This is an optimization exercise on Yosys and OpenROAD, whose aim is small area, a short achievable clock period and few clock cycles per item, not a production implementation. Function not checked in this run: the RTL went through the layout flow alone.

File: flow/design.v
module aes_sbox (
    input  wire [7:0] a,
    output reg  [7:0] y
);
    always @(*) begin
        case (a)
            8'h00: y = 8'h63;
            8'h01: y = 8'h7c;
            8'h02: y = 8'h77;
            8'h03: y = 8'h7b;
            8'h04: y = 8'hf2;
            8'h05: y = 8'h6b;
            8'h06: y = 8'h6f;
            8'h07: y = 8'hc5;
            8'h08: y = 8'h30;
            8'h09: y = 8'h01;
            8'h0a: y = 8'h67;
            8'h0b: y = 8'h2b;
            8'h0c: y = 8'hfe;
            8'h0d: y = 8'hd7;
            8'h0e: y = 8'hab;
            8'h0f: y = 8'h76;
            8'h10: y = 8'hca;
            8'h11: y = 8'h82;
            8'h12: y = 8'hc9;
            8'h13: y = 8'h7d;
            8'h14: y = 8'hfa;
            8'h15: y = 8'h59;
            8'h16: y = 8'h47;
            8'h17: y = 8'hf0;
            8'h18: y = 8'had;
            8'h19: y = 8'hd4;
            8'h1a: y = 8'ha2;
            8'h1b: y = 8'haf;
            8'h1c: y = 8'h9c;
            8'h1d: y = 8'ha4;
            8'h1e: y = 8'h72;
            8'h1f: y = 8'hc0;
            8'h20: y = 8'hb7;
            8'h21: y = 8'hfd;
            8'h22: y = 8'h93;
            8'h23: y = 8'h26;
            8'h24: y = 8'h36;
            8'h25: y = 8'h3f;
            8'h26: y = 8'hf7;
            8'h27: y = 8'hcc;
            8'h28: y = 8'h34;
            8'h29: y = 8'ha5;
            8'h2a: y = 8'he5;
            8'h2b: y = 8'hf1;
            8'h2c: y = 8'h71;
            8'h2d: y = 8'hd8;
            8'h2e: y = 8'h31;
            8'h2f: y = 8'h15;
            8'h30: y = 8'h04;
            8'h31: y = 8'hc7;
            8'h32: y = 8'h23;
            8'h33: y = 8'hc3;
            8'h34: y = 8'h18;
            8'h35: y = 8'h96;
            8'h36: y = 8'h05;
            8'h37: y = 8'h9a;
            8'h38: y = 8'h07;
            8'h39: y = 8'h12;
            8'h3a: y = 8'h80;
            8'h3b: y = 8'he2;
            8'h3c: y = 8'heb;
            8'h3d: y = 8'h27;
            8'h3e: y = 8'hb2;
            8'h3f: y = 8'h75;
            8'h40: y = 8'h09;
            8'h41: y = 8'h83;
            8'h42: y = 8'h2c;
            8'h43: y = 8'h1a;
            8'h44: y = 8'h1b;
            8'h45: y = 8'h6e;
            8'h46: y = 8'h5a;
            8'h47: y = 8'ha0;
            8'h48: y = 8'h52;
            8'h49: y = 8'h3b;
            8'h4a: y = 8'hd6;
            8'h4b: y = 8'hb3;
            8'h4c: y = 8'h29;
            8'h4d: y = 8'he3;
            8'h4e: y = 8'h2f;
            8'h4f: y = 8'h84;
            8'h50: y = 8'h53;
            8'h51: y = 8'hd1;
            8'h52: y = 8'h00;
            8'h53: y = 8'hed;
            8'h54: y = 8'h20;
            8'h55: y = 8'hfc;
            8'h56: y = 8'hb1;
            8'h57: y = 8'h5b;
            8'h58: y = 8'h6a;
            8'h59: y = 8'hcb;
            8'h5a: y = 8'hbe;
            8'h5b: y = 8'h39;
            8'h5c: y = 8'h4a;
            8'h5d: y = 8'h4c;
            8'h5e: y = 8'h58;
            8'h5f: y = 8'hcf;
            8'h60: y = 8'hd0;
            8'h61: y = 8'hef;
            8'h62: y = 8'haa;
            8'h63: y = 8'hfb;
            8'h64: y = 8'h43;
            8'h65: y = 8'h4d;
            8'h66: y = 8'h33;
            8'h67: y = 8'h85;
            8'h68: y = 8'h45;
            8'h69: y = 8'hf9;
            8'h6a: y = 8'h02;
            8'h6b: y = 8'h7f;
            8'h6c: y = 8'h50;
            8'h6d: y = 8'h3c;
            8'h6e: y = 8'h9f;
            8'h6f: y = 8'ha8;
            8'h70: y = 8'h51;
            8'h71: y = 8'ha3;
            8'h72: y = 8'h40;
            8'h73: y = 8'h8f;
            8'h74: y = 8'h92;
            8'h75: y = 8'h9d;
            8'h76: y = 8'h38;
            8'h77: y = 8'hf5;
            8'h78: y = 8'hbc;
            8'h79: y = 8'hb6;
            8'h7a: y = 8'hda;
            8'h7b: y = 8'h21;
            8'h7c: y = 8'h10;
            8'h7d: y = 8'hff;
            8'h7e: y = 8'hf3;
            8'h7f: y = 8'hd2;
            8'h80: y = 8'hcd;
            8'h81: y = 8'h0c;
            8'h82: y = 8'h13;
            8'h83: y = 8'hec;
            8'h84: y = 8'h5f;
            8'h85: y = 8'h97;
            8'h86: y = 8'h44;
            8'h87: y = 8'h17;
            8'h88: y = 8'hc4;
            8'h89: y = 8'ha7;
            8'h8a: y = 8'h7e;
            8'h8b: y = 8'h3d;
            8'h8c: y = 8'h64;
            8'h8d: y = 8'h5d;
            8'h8e: y = 8'h19;
            8'h8f: y = 8'h73;
            8'h90: y = 8'h60;
            8'h91: y = 8'h81;
            8'h92: y = 8'h4f;
            8'h93: y = 8'hdc;
            8'h94: y = 8'h22;
            8'h95: y = 8'h2a;
            8'h96: y = 8'h90;
            8'h97: y = 8'h88;
            8'h98: y = 8'h46;
            8'h99: y = 8'hee;
            8'h9a: y = 8'hb8;
            8'h9b: y = 8'h14;
            8'h9c: y = 8'hde;
            8'h9d: y = 8'h5e;
            8'h9e: y = 8'h0b;
            8'h9f: y = 8'hdb;
            8'ha0: y = 8'he0;
            8'ha1: y = 8'h32;
            8'ha2: y = 8'h3a;
            8'ha3: y = 8'h0a;
            8'ha4: y = 8'h49;
            8'ha5: y = 8'h06;
            8'ha6: y = 8'h24;
            8'ha7: y = 8'h5c;
            8'ha8: y = 8'hc2;
            8'ha9: y = 8'hd3;
            8'haa: y = 8'hac;
            8'hab: y = 8'h62;
            8'hac: y = 8'h91;
            8'had: y = 8'h95;
            8'hae: y = 8'he4;
            8'haf: y = 8'h79;
            8'hb0: y = 8'he7;
            8'hb1: y = 8'hc8;
            8'hb2: y = 8'h37;
            8'hb3: y = 8'h6d;
            8'hb4: y = 8'h8d;
            8'hb5: y = 8'hd5;
            8'hb6: y = 8'h4e;
            8'hb7: y = 8'ha9;
            8'hb8: y = 8'h6c;
            8'hb9: y = 8'h56;
            8'hba: y = 8'hf4;
            8'hbb: y = 8'hea;
            8'hbc: y = 8'h65;
            8'hbd: y = 8'h7a;
            8'hbe: y = 8'hae;
            8'hbf: y = 8'h08;
            8'hc0: y = 8'hba;
            8'hc1: y = 8'h78;
            8'hc2: y = 8'h25;
            8'hc3: y = 8'h2e;
            8'hc4: y = 8'h1c;
            8'hc5: y = 8'ha6;
            8'hc6: y = 8'hb4;
            8'hc7: y = 8'hc6;
            8'hc8: y = 8'he8;
            8'hc9: y = 8'hdd;
            8'hca: y = 8'h74;
            8'hcb: y = 8'h1f;
            8'hcc: y = 8'h4b;
            8'hcd: y = 8'hbd;
            8'hce: y = 8'h8b;
            8'hcf: y = 8'h8a;
            8'hd0: y = 8'h70;
            8'hd1: y = 8'h3e;
            8'hd2: y = 8'hb5;
            8'hd3: y = 8'h66;
            8'hd4: y = 8'h48;
            8'hd5: y = 8'h03;
            8'hd6: y = 8'hf6;
            8'hd7: y = 8'h0e;
            8'hd8: y = 8'h61;
            8'hd9: y = 8'h35;
            8'hda: y = 8'h57;
            8'hdb: y = 8'hb9;
            8'hdc: y = 8'h86;
            8'hdd: y = 8'hc1;
            8'hde: y = 8'h1d;
            8'hdf: y = 8'h9e;
            8'he0: y = 8'he1;
            8'he1: y = 8'hf8;
            8'he2: y = 8'h98;
            8'he3: y = 8'h11;
            8'he4: y = 8'h69;
            8'he5: y = 8'hd9;
            8'he6: y = 8'h8e;
            8'he7: y = 8'h94;
            8'he8: y = 8'h9b;
            8'he9: y = 8'h1e;
            8'hea: y = 8'h87;
            8'heb: y = 8'he9;
            8'hec: y = 8'hce;
            8'hed: y = 8'h55;
            8'hee: y = 8'h28;
            8'hef: y = 8'hdf;
            8'hf0: y = 8'h8c;
            8'hf1: y = 8'ha1;
            8'hf2: y = 8'h89;
            8'hf3: y = 8'h0d;
            8'hf4: y = 8'hbf;
            8'hf5: y = 8'he6;
            8'hf6: y = 8'h42;
            8'hf7: y = 8'h68;
            8'hf8: y = 8'h41;
            8'hf9: y = 8'h99;
            8'hfa: y = 8'h2d;
            8'hfb: y = 8'h0f;
            8'hfc: y = 8'hb0;
            8'hfd: y = 8'h54;
            8'hfe: y = 8'hbb;
            8'hff: y = 8'h16;
            default: y = 8'h00;
        endcase
    end
endmodule
module aes256_core (
    input  wire         clk,
    input  wire         rst,
    input  wire         load,
    input  wire [255:0] key,
    input  wire [127:0] din,
    output reg  [127:0] dout,
    output reg          done
);
    reg  [127:0] st;       
    reg  [255:0] kw;       
    reg  [3:0]   round;    
    reg          busy;
    wire [127:0] sb;       
    genvar g;
    generate
        for (g = 0; g < 16; g = g + 1) begin : g_sb
            aes_sbox u_sb (.a(st[127-8*g -: 8]), .y(sb[127-8*g -: 8]));
        end
    endgenerate
    wire [127:0] sr;
    generate
        for (g = 0; g < 16; g = g + 1) begin : g_sr
            localparam integer C = g / 4;
            localparam integer R = g % 4;
            localparam integer S = 4 * ((C + R) % 4) + R;
            assign sr[127-8*g -: 8] = sb[127-8*S -: 8];
        end
    endgenerate
    function [7:0] xtime;
        input [7:0] b;
        xtime = {b[6:0], 1'b0} ^ (b[7] ? 8'h1b : 8'h00);
    endfunction
    function [31:0] mixcol;
        input [31:0] c;
        reg [7:0] a0, a1, a2, a3;
        begin
            a0 = c[31:24]; a1 = c[23:16]; a2 = c[15:8]; a3 = c[7:0];
            mixcol[31:24] = xtime(a0) ^ xtime(a1) ^ a1 ^ a2 ^ a3;
            mixcol[23:16] = a0 ^ xtime(a1) ^ xtime(a2) ^ a2 ^ a3;
            mixcol[15:8]  = a0 ^ a1 ^ xtime(a2) ^ xtime(a3) ^ a3;
            mixcol[7:0]   = xtime(a0) ^ a0 ^ a1 ^ a2 ^ xtime(a3);
        end
    endfunction
    wire [127:0] mc = {mixcol(sr[127:96]), mixcol(sr[95:64]), mixcol(sr[63:32]), mixcol(sr[31:0])};
    wire [127:0] rk = kw[255:128];
    wire [127:0] round_out = ((round == 4'd14) ? sr : mc) ^ rk;
    function [7:0] rcon;
        input [3:0] n;
        case (n)
            4'd1: rcon = 8'h01;
            4'd2: rcon = 8'h02;
            4'd3: rcon = 8'h04;
            4'd4: rcon = 8'h08;
            4'd5: rcon = 8'h10;
            4'd6: rcon = 8'h20;
            4'd7: rcon = 8'h40;
            default: rcon = 8'h00;
        endcase
    endfunction
    wire [3:0]   kx_r    = load ? 4'd0 : round;    
    wire [127:0] kx_old  = load ? key[255:128] : kw[255:128];
    wire [31:0]  kx_last = load ? key[31:0] : kw[31:0];
    wire         kx_odd = kx_r[0];
    wire [31:0]  kx_rot = kx_odd ? kx_last : {kx_last[23:0], kx_last[31:24]};
    wire [31:0]  kx_sub;
    generate
        for (g = 0; g < 4; g = g + 1) begin : g_ksb
            aes_sbox u_ksb (.a(kx_rot[31-8*g -: 8]), .y(kx_sub[31-8*g -: 8]));
        end
    endgenerate
    wire [31:0]  kx_t  = kx_sub ^ (kx_odd ? 32'd0 : {rcon(kx_r[3:1] + 4'd1), 24'd0});
    wire [31:0]  kx_n0 = kx_old[127:96] ^ kx_t;
    wire [31:0]  kx_n1 = kx_old[95:64]  ^ kx_n0;
    wire [31:0]  kx_n2 = kx_old[63:32]  ^ kx_n1;
    wire [31:0]  kx_n3 = kx_old[31:0]   ^ kx_n2;
    wire [127:0] kx_new = {kx_n0, kx_n1, kx_n2, kx_n3};
    always @(posedge clk) begin
        if (rst) begin
            busy  <= 1'b0;
            done  <= 1'b0;
            round <= 4'd0;
        end else begin
            done <= 1'b0;
            if (load) begin
                st    <= din ^ key[255:128];
                kw    <= {key[127:0], kx_new};
                round <= 4'd1;
                busy  <= 1'b1;
            end else if (busy) begin
                st    <= round_out;
                kw    <= {kw[127:0], kx_new};
                round <= round + 4'd1;
                if (round == 4'd14) begin
                    busy <= 1'b0;
                    done <= 1'b1;
                    dout <= round_out;
                end
            end
        end
    end
endmodule
module ghash_mul (
    input  wire         clk,
    input  wire         rst,
    input  wire         start,
    input  wire [127:0] x,
    input  wire [127:0] h,
    output reg  [127:0] z,
    output reg          done
);
    localparam [127:0] R = {8'he1, 120'd0};
    reg [127:0] xs;        
    reg [127:0] v;         
    reg [3:0]   cnt;
    reg         busy;
    reg [127:0] zn, vn;
    integer k;
    always @(*) begin
        zn = z;
        vn = v;
        for (k = 0; k < 8; k = k + 1) begin
            if (xs[127-k])
                zn = zn ^ vn;
            vn = vn[0] ? ((vn >> 1) ^ R) : (vn >> 1);
        end
    end
    always @(posedge clk) begin
        if (rst) begin
            busy <= 1'b0;
            done <= 1'b0;
            cnt  <= 4'd0;
        end else begin
            done <= 1'b0;
            if (start) begin
                xs   <= x;
                v    <= h;
                z    <= 128'd0;
                cnt  <= 4'd0;
                busy <= 1'b1;
            end else if (busy) begin
                z   <= zn;
                v   <= vn;
                xs  <= xs << 8;
                cnt <= cnt + 4'd1;
                if (cnt == 4'd15) begin
                    busy <= 1'b0;
                    done <= 1'b1;
                end
            end
        end
    end
endmodule
module gcm_pipe (
    input  wire         clk,
    input  wire         rst,
    input  wire         start,
    output wire         start_ready,
    input  wire [255:0] key,
    input  wire [9:0]   circuit,
    input  wire [63:0]  frame_count,
    input  wire         epoch,
    input  wire         link_role,
    input  wire [19:0]  len_bytes,
    input  wire         in_valid,
    output wire         in_ready,
    input  wire [127:0] in_data,
    output wire         out_valid,
    input  wire         out_ready,
    output wire [127:0] out_data,
    output wire         out_last
);
    localparam [3:0] S_IDLE = 4'd0,
                     S_EH   = 4'd1,    
                     S_EJ   = 4'd2,    
                     S_GA   = 4'd3,    
                     S_IN   = 4'd4,    
                     S_EC   = 4'd5,    
                     S_OUT  = 4'd6,    
                     S_GC   = 4'd7,    
                     S_GL   = 4'd8,    
                     S_TAG  = 4'd9;    
    reg [3:0]   state;
    reg [255:0] key_r;
    reg [95:0]  iv;
    reg [31:0]  ctr;
    reg [87:0]  aad;
    reg [19:0]  len_r;
    reg [16:0]  left;       
    reg [127:0] h;
    reg [127:0] ej0;
    reg [127:0] y;          
    reg [127:0] p;          
    reg          aes_load;
    reg  [127:0] aes_din;
    wire [255:0] aes_key = (state == S_IDLE) ? key : key_r;
    wire [127:0] aes_dout;
    wire         aes_done;
    aes256_core u_aes (
        .clk(clk), .rst(rst), .load(aes_load), .key(aes_key), .din(aes_din),
        .dout(aes_dout), .done(aes_done)
    );
    reg          gh_start;
    reg  [127:0] gh_x;
    wire [127:0] gh_z;
    wire         gh_done;
    ghash_mul u_gh (
        .clk(clk), .rst(rst), .start(gh_start), .x(gh_x), .h(h),
        .z(gh_z), .done(gh_done)
    );
    wire [127:0] aad_blk = {aad, 40'd0};
    wire [127:0] len_blk = {64'd88, 41'd0, len_r, 3'd0};
    wire         last_blk  = (left == 17'd1);
    wire [3:0]   tail      = len_r[3:0];
    wire [127:0] keep_mask = (last_blk && tail != 4'd0) ? ~({128{1'b1}} >> {tail, 3'd0})
                                                        : {128{1'b1}};
    assign start_ready = (state == S_IDLE);
    assign in_ready    = (state == S_IN);
    assign out_valid   = (state == S_OUT) || (state == S_TAG);
    assign out_last    = (state == S_TAG);
    assign out_data    = p;
    always @(*) begin
        aes_load = 1'b0;
        aes_din  = {iv, ctr};
        gh_start = 1'b0;
        gh_x     = y ^ p;
        case (state)
            S_IDLE: begin
                aes_load = start;
                aes_din  = 128'd0;
            end
            S_EH: begin
                aes_load = aes_done;
                aes_din  = {iv, 32'd1};
            end
            S_EJ: begin
                gh_start = aes_done;
                gh_x     = aad_blk;
            end
            S_GA, S_GC: begin
                gh_start = gh_done && (left == 17'd0);
                gh_x     = gh_z ^ len_blk;
            end
            S_IN: begin
                aes_load = in_valid;
            end
            S_OUT: begin
                gh_start = out_ready;
                gh_x     = y ^ p;
            end
            default: ;
        endcase
    end
    always @(posedge clk) begin
        if (rst) begin
            state <= S_IDLE;
        end else begin
            case (state)
                S_IDLE: if (start) begin
                    key_r <= key;
                    iv    <= {link_role, 21'd0, circuit, frame_count};
                    ctr   <= 32'd2;
                    aad   <= {6'd0, circuit, frame_count, 7'd0, epoch};
                    len_r <= len_bytes;
                    left  <= {1'b0, len_bytes[19:4]} + {16'd0, (len_bytes[3:0] != 4'd0)};
                    state <= S_EH;
                end
                S_EH: if (aes_done) begin
                    h     <= aes_dout;
                    state <= S_EJ;
                end
                S_EJ: if (aes_done) begin
                    ej0   <= aes_dout;
                    state <= S_GA;
                end
                S_GA, S_GC: if (gh_done) begin
                    y     <= gh_z;
                    state <= (left == 17'd0) ? S_GL : S_IN;
                end
                S_IN: if (in_valid) begin
                    p     <= in_data;
                    ctr   <= ctr + 32'd1;
                    state <= S_EC;
                end
                S_EC: if (aes_done) begin
                    p     <= (p ^ aes_dout) & keep_mask;
                    state <= S_OUT;
                end
                S_OUT: if (out_ready) begin
                    left  <= left - 17'd1;
                    state <= S_GC;
                end
                S_GL: if (gh_done) begin
                    p     <= gh_z ^ ej0;
                    state <= S_TAG;
                end
                S_TAG: if (out_ready) begin
                    state <= S_IDLE;
                end
                default: state <= S_IDLE;
            endcase
        end
    end
endmodule
File: flow/run.sh
#!/bin/bash
# synth_recipe.tcl (not shown) runs the flow's synth.tcl, then flattens the netlist and writes it again
# the make line also repeats each setting of config.mk as NAME=value (left out here)
make -C /OpenROAD-flow-scripts/flow DESIGN_CONFIG=/design/flow/config.mk WORK_HOME=/design/flow/orfs CLKGATE_MAP_FILE= SYNTH_SCRIPT=/design/flow/synth_recipe.tcl finish
File: flow/config.mk
export PLATFORM = sky130hd
export DESIGN_NAME = gcm_pipe
export DESIGN_NICKNAME = gcm_pipe
export VERILOG_FILES = /design/flow/design.v
export SDC_FILE = /design/flow/constraint.sdc
export NUM_CORES = 8
export LEC_CHECK = 0
export CAP_MARGIN = 20
export CORE_MARGIN = 2
export CORE_UTILIZATION = 30
export PLACE_DENSITY = 0.42
export SLEW_MARGIN = 20
File: flow/constraint.sdc
create_clock -name core_clock -period 10.0 [get_ports {clk}]
set_input_delay 2.0000 -clock core_clock [delete_from_list [all_inputs] [get_ports {clk}]]
set_output_delay 2.0000 -clock core_clock [all_outputs]
set_load 0.01 [all_outputs]
==> results.toml <==
[outcome]
status = "finished clean"

[cts]
clk_latency_ps = 1010
postCtsHoldBufs = 0
clkSinkCount = 1953
htreeDepth = 4
clock_path_buffers = 4
cts_tree = "done"
cts_buffers = 244
cts_root_buf = "clkbuf_16"
post-cts-setup-buffers = 0
cts.clk_slew.worst_paths_ps = 60
cts_resized = 0

[synthesis]
synthMostInstantiatedCell = "nand2_1"
yosys.area.top_type = "edfxtp_1"
synth-edff-count = 1809
netlist_top_cells_count = "3501 x nand2_1, 1809 x edfxtp_1, 1724 x nor2_1, 1325 x xnor2_1, 1290 x a21oi_1"
ys.flop_type = "edfxtp_1"
async_reset_ff_frac = 0
yosys_warnings = 4
ys_ff_latch = 1953
synth_area_um2 = 171000
synthesis.nets = 21300
synth_top_area_frac = 0.318
syn_inst = 20500
yosysSeqAreaShare = 0.335
ys_top_cells_by_area = "edfxtp_1 32%, nand2_1 7.7%, xnor2_1 6.8%, xor2_1 4.6%, nor2_1 3.8%"
synth.avg_cell_area_um2 = 8.34
synth_cell_types = 130

[job]
maxCapViolCount = 0

[drt]
wire_per_inst_um = 37.1
drt_pass1_iterations = 10
ant_nets = 0
viasPerCell = 6.30
vias = 178000
routed_wl_mm = 1050
drt_iter0_drc = 27700
drc_errors = 0

[die]
chipWidth_um = 759
dieArea_um2 = 575000
core_um2 = 568000
rows = 277
fp.dieH_um = 759
io_pins = 617
start_util = 0.301

[global_route]
grt.total_usage = 0.347
grt_pass1_vias = 165000
grt-ovfl-total = 0
grt_max_degree = 134
grt_pass1_wl_mm = 1430
antenna_found_initial = 135

[hold_path]
hp-class = "flop to flop"
hp-start = "h[123]"
holdPathStages = 2
whs_endpoint = "u_gh.v[123]"

[timing]
fin_crit_sh = 0.810
finalHoldViolations = 0
tns_ps = 0
rsz0062_at_grt = "no"
setup_ws_ps = 1900
fmax_ghz = 0.123
setup_violations = 0
slew_headroom = 0.151
slew_viol_final = 0
period_needed_ps = 8100
tightest_slew_ps = 1260
finClkSkew_ps = 47.8

[worst_setup_path]
worstReg2RegStart = "state[3]"
worstSetupPathType = "primary input to flop"
crit_arrival_ps = 9020
rr_endpoint = "u_aes.g_sb[15].u_sb.y[0]"
cp.required_ps = 10920
crit_path_start_kind = "primary input"
rr_worst_depth = 19
crit_fanout = 44
r2r_slack_ps = 2440
critPathCaptureType = "flop"

[placement]
hpwlAfterDp_mm = 787
placed_cells = 27700
post-place-ws_ps = 1250
dpl_cell_area_um2 = 187000
routabilityCongestion = 1.02
portBuffers = 616

[layout]
final_cells = 28200
layout-drive-gt1-share = 0.0967
area.growth.synth_to_final_pct = 14.3
fin_area_um2 = 195000
nets = 21200
cell type report:
class                      instances  area (um^2)
sequential                      1953        57200
antenna                           64          160
timing repair buffer            1669        14800
fill                           59500       373000
clock inverter                   156         1430
clock buffer                     292         6380
tap                             7533         9430
inverter                         177          689
multi-input combinational      16300       105000
worst max-delay path: stages:
cell and delay, ps:
clkdlybuf4s50_1 670, mux2_4 300, a22oi_4 250, buf_12 290, nand2_2 240, buf_4 510
o21ai_0 280, o21ai_1 890, clkinv_1 900, ha_1 500, buf_4 210, inv_1 170
o21ai_0 200, a21oi_1 240, a211oi_1 130, a221oi_1 320, a31oi_1 120, a311oi_1 350
buf_4 150
placed cells by master (no fill, tap or decap), drive strengths merged, types with 117 or more instances in the layout:
cell	netlist	routed
a21oi	1302	1302
o21ai	1285	1285
xnor3	117	117
clkinv	6	124
o221ai	250	250
a311oi	206	206
a221oi	233	233
a31oi	512	512
a211oi	337	337
o22ai	140	140
edfxtp	1809	1809
xnor2	1346	1346
o311ai	200	200
clkbuf	1011	294
mux2	137	137
nor2	1752	1752
nand3	512	512
xor2	898	898
o211ai	438	438
dfxtp	144	144
nand2	3512	3512
mux2i	256	256
inv	171	176
a22oi	158	158
nor3	530	530
ha	304	304
clkdlybuf4s50	0	615
buf	996	1052
how the worst max path moves through the flow:
stage,from,end,slack (ps),cells past startpoint
2_1_floorplan,state[1],u_gh.v[0],510,11
3_3_place_gp,start,u_aes.kw[21],1250,17
3_5_place_dp,start,u_aes.kw[21],1250,17
4_1_cts,start,u_aes.kw[21],2290,17
5_1_grt,start,u_aes.g_sb[15].u_sb.y[0],1830,19
6_report,start,u_aes.g_sb[15].u_sb.y[0],1900,19
metrics by stage:
step                      utilization  hold WS (ps)
after floorplan                     -           466
after global placement          0.329           495
after detailed placement        0.329           498
after CTS                       0.343           510
after global routing            0.343           526
final                           0.344           505
metal layers:
layer	vias to the layer above	global-route usage	wire length, um
met5	-	0	495
met4	72	0.161	59200
met3	1900	0.0784	107000
met2	11300	0.521	446000
met1	89100	0.472	434000
li1	75400	-	-
kinds of logic after synthesis:
family / synth area share
buffers and inverters: 0.0564
DFF: 0.335
adders and majority gates: 0.0223
muxes: 0.0271
xor gates and xnor gates: 0.137
and+or+nand+nor: 0.176
AOI/OAI and AO/OA: 0.246
state kept, by name, indices dropped and copies added, names as in the netlist, 17 cells and up:
| name | count |
|---|---|
| u_gh.xs | 128 |
| h | 128 |
| ctr | 32 |
| u_aes.kw | 256 |
| u_aes.st | 128 |
| u_aes.dout | 128 |
| y | 128 |
| len_r | 20 |
| ej0 | 128 |
| left | 17 |
| u_aes.g_sb.u_sb.y | 128 |
| aad | 74 |
| u_gh.z | 128 |
| key_r | 256 |
| u_gh.v | 128 |
| p | 128 |

## afterwards: timing with drivers on the ports
In the flow no input, the clock included, has a driving cell. The finished layout below was timed again as built, in two steps.
Step 1: set_driving_cell puts a clkbuf_16 on clk and a buf_2 on each other input, an assumption about the parent block.
Step 2 adds t to the input delays and takes it off the output delays; t is the mean of the earliest and latest rising clock arrival at the registers after step 1. Input paths then give back, and output paths get back, about the clock's delay inside the block.
a / b / c = no drivers / after step 1 / after step 2; a / b = the first two.
t (ns): 1.119
slack for setup (ns): 1.902 / 2.009 / 0.890
latest minus earliest clock arrival (ns): 0.053 / 0.053
After both steps setup and hold are still met in this run. For this run, drivers alone change the setup slack by +0.107 ns; drivers and shift together by -1.012 ns.
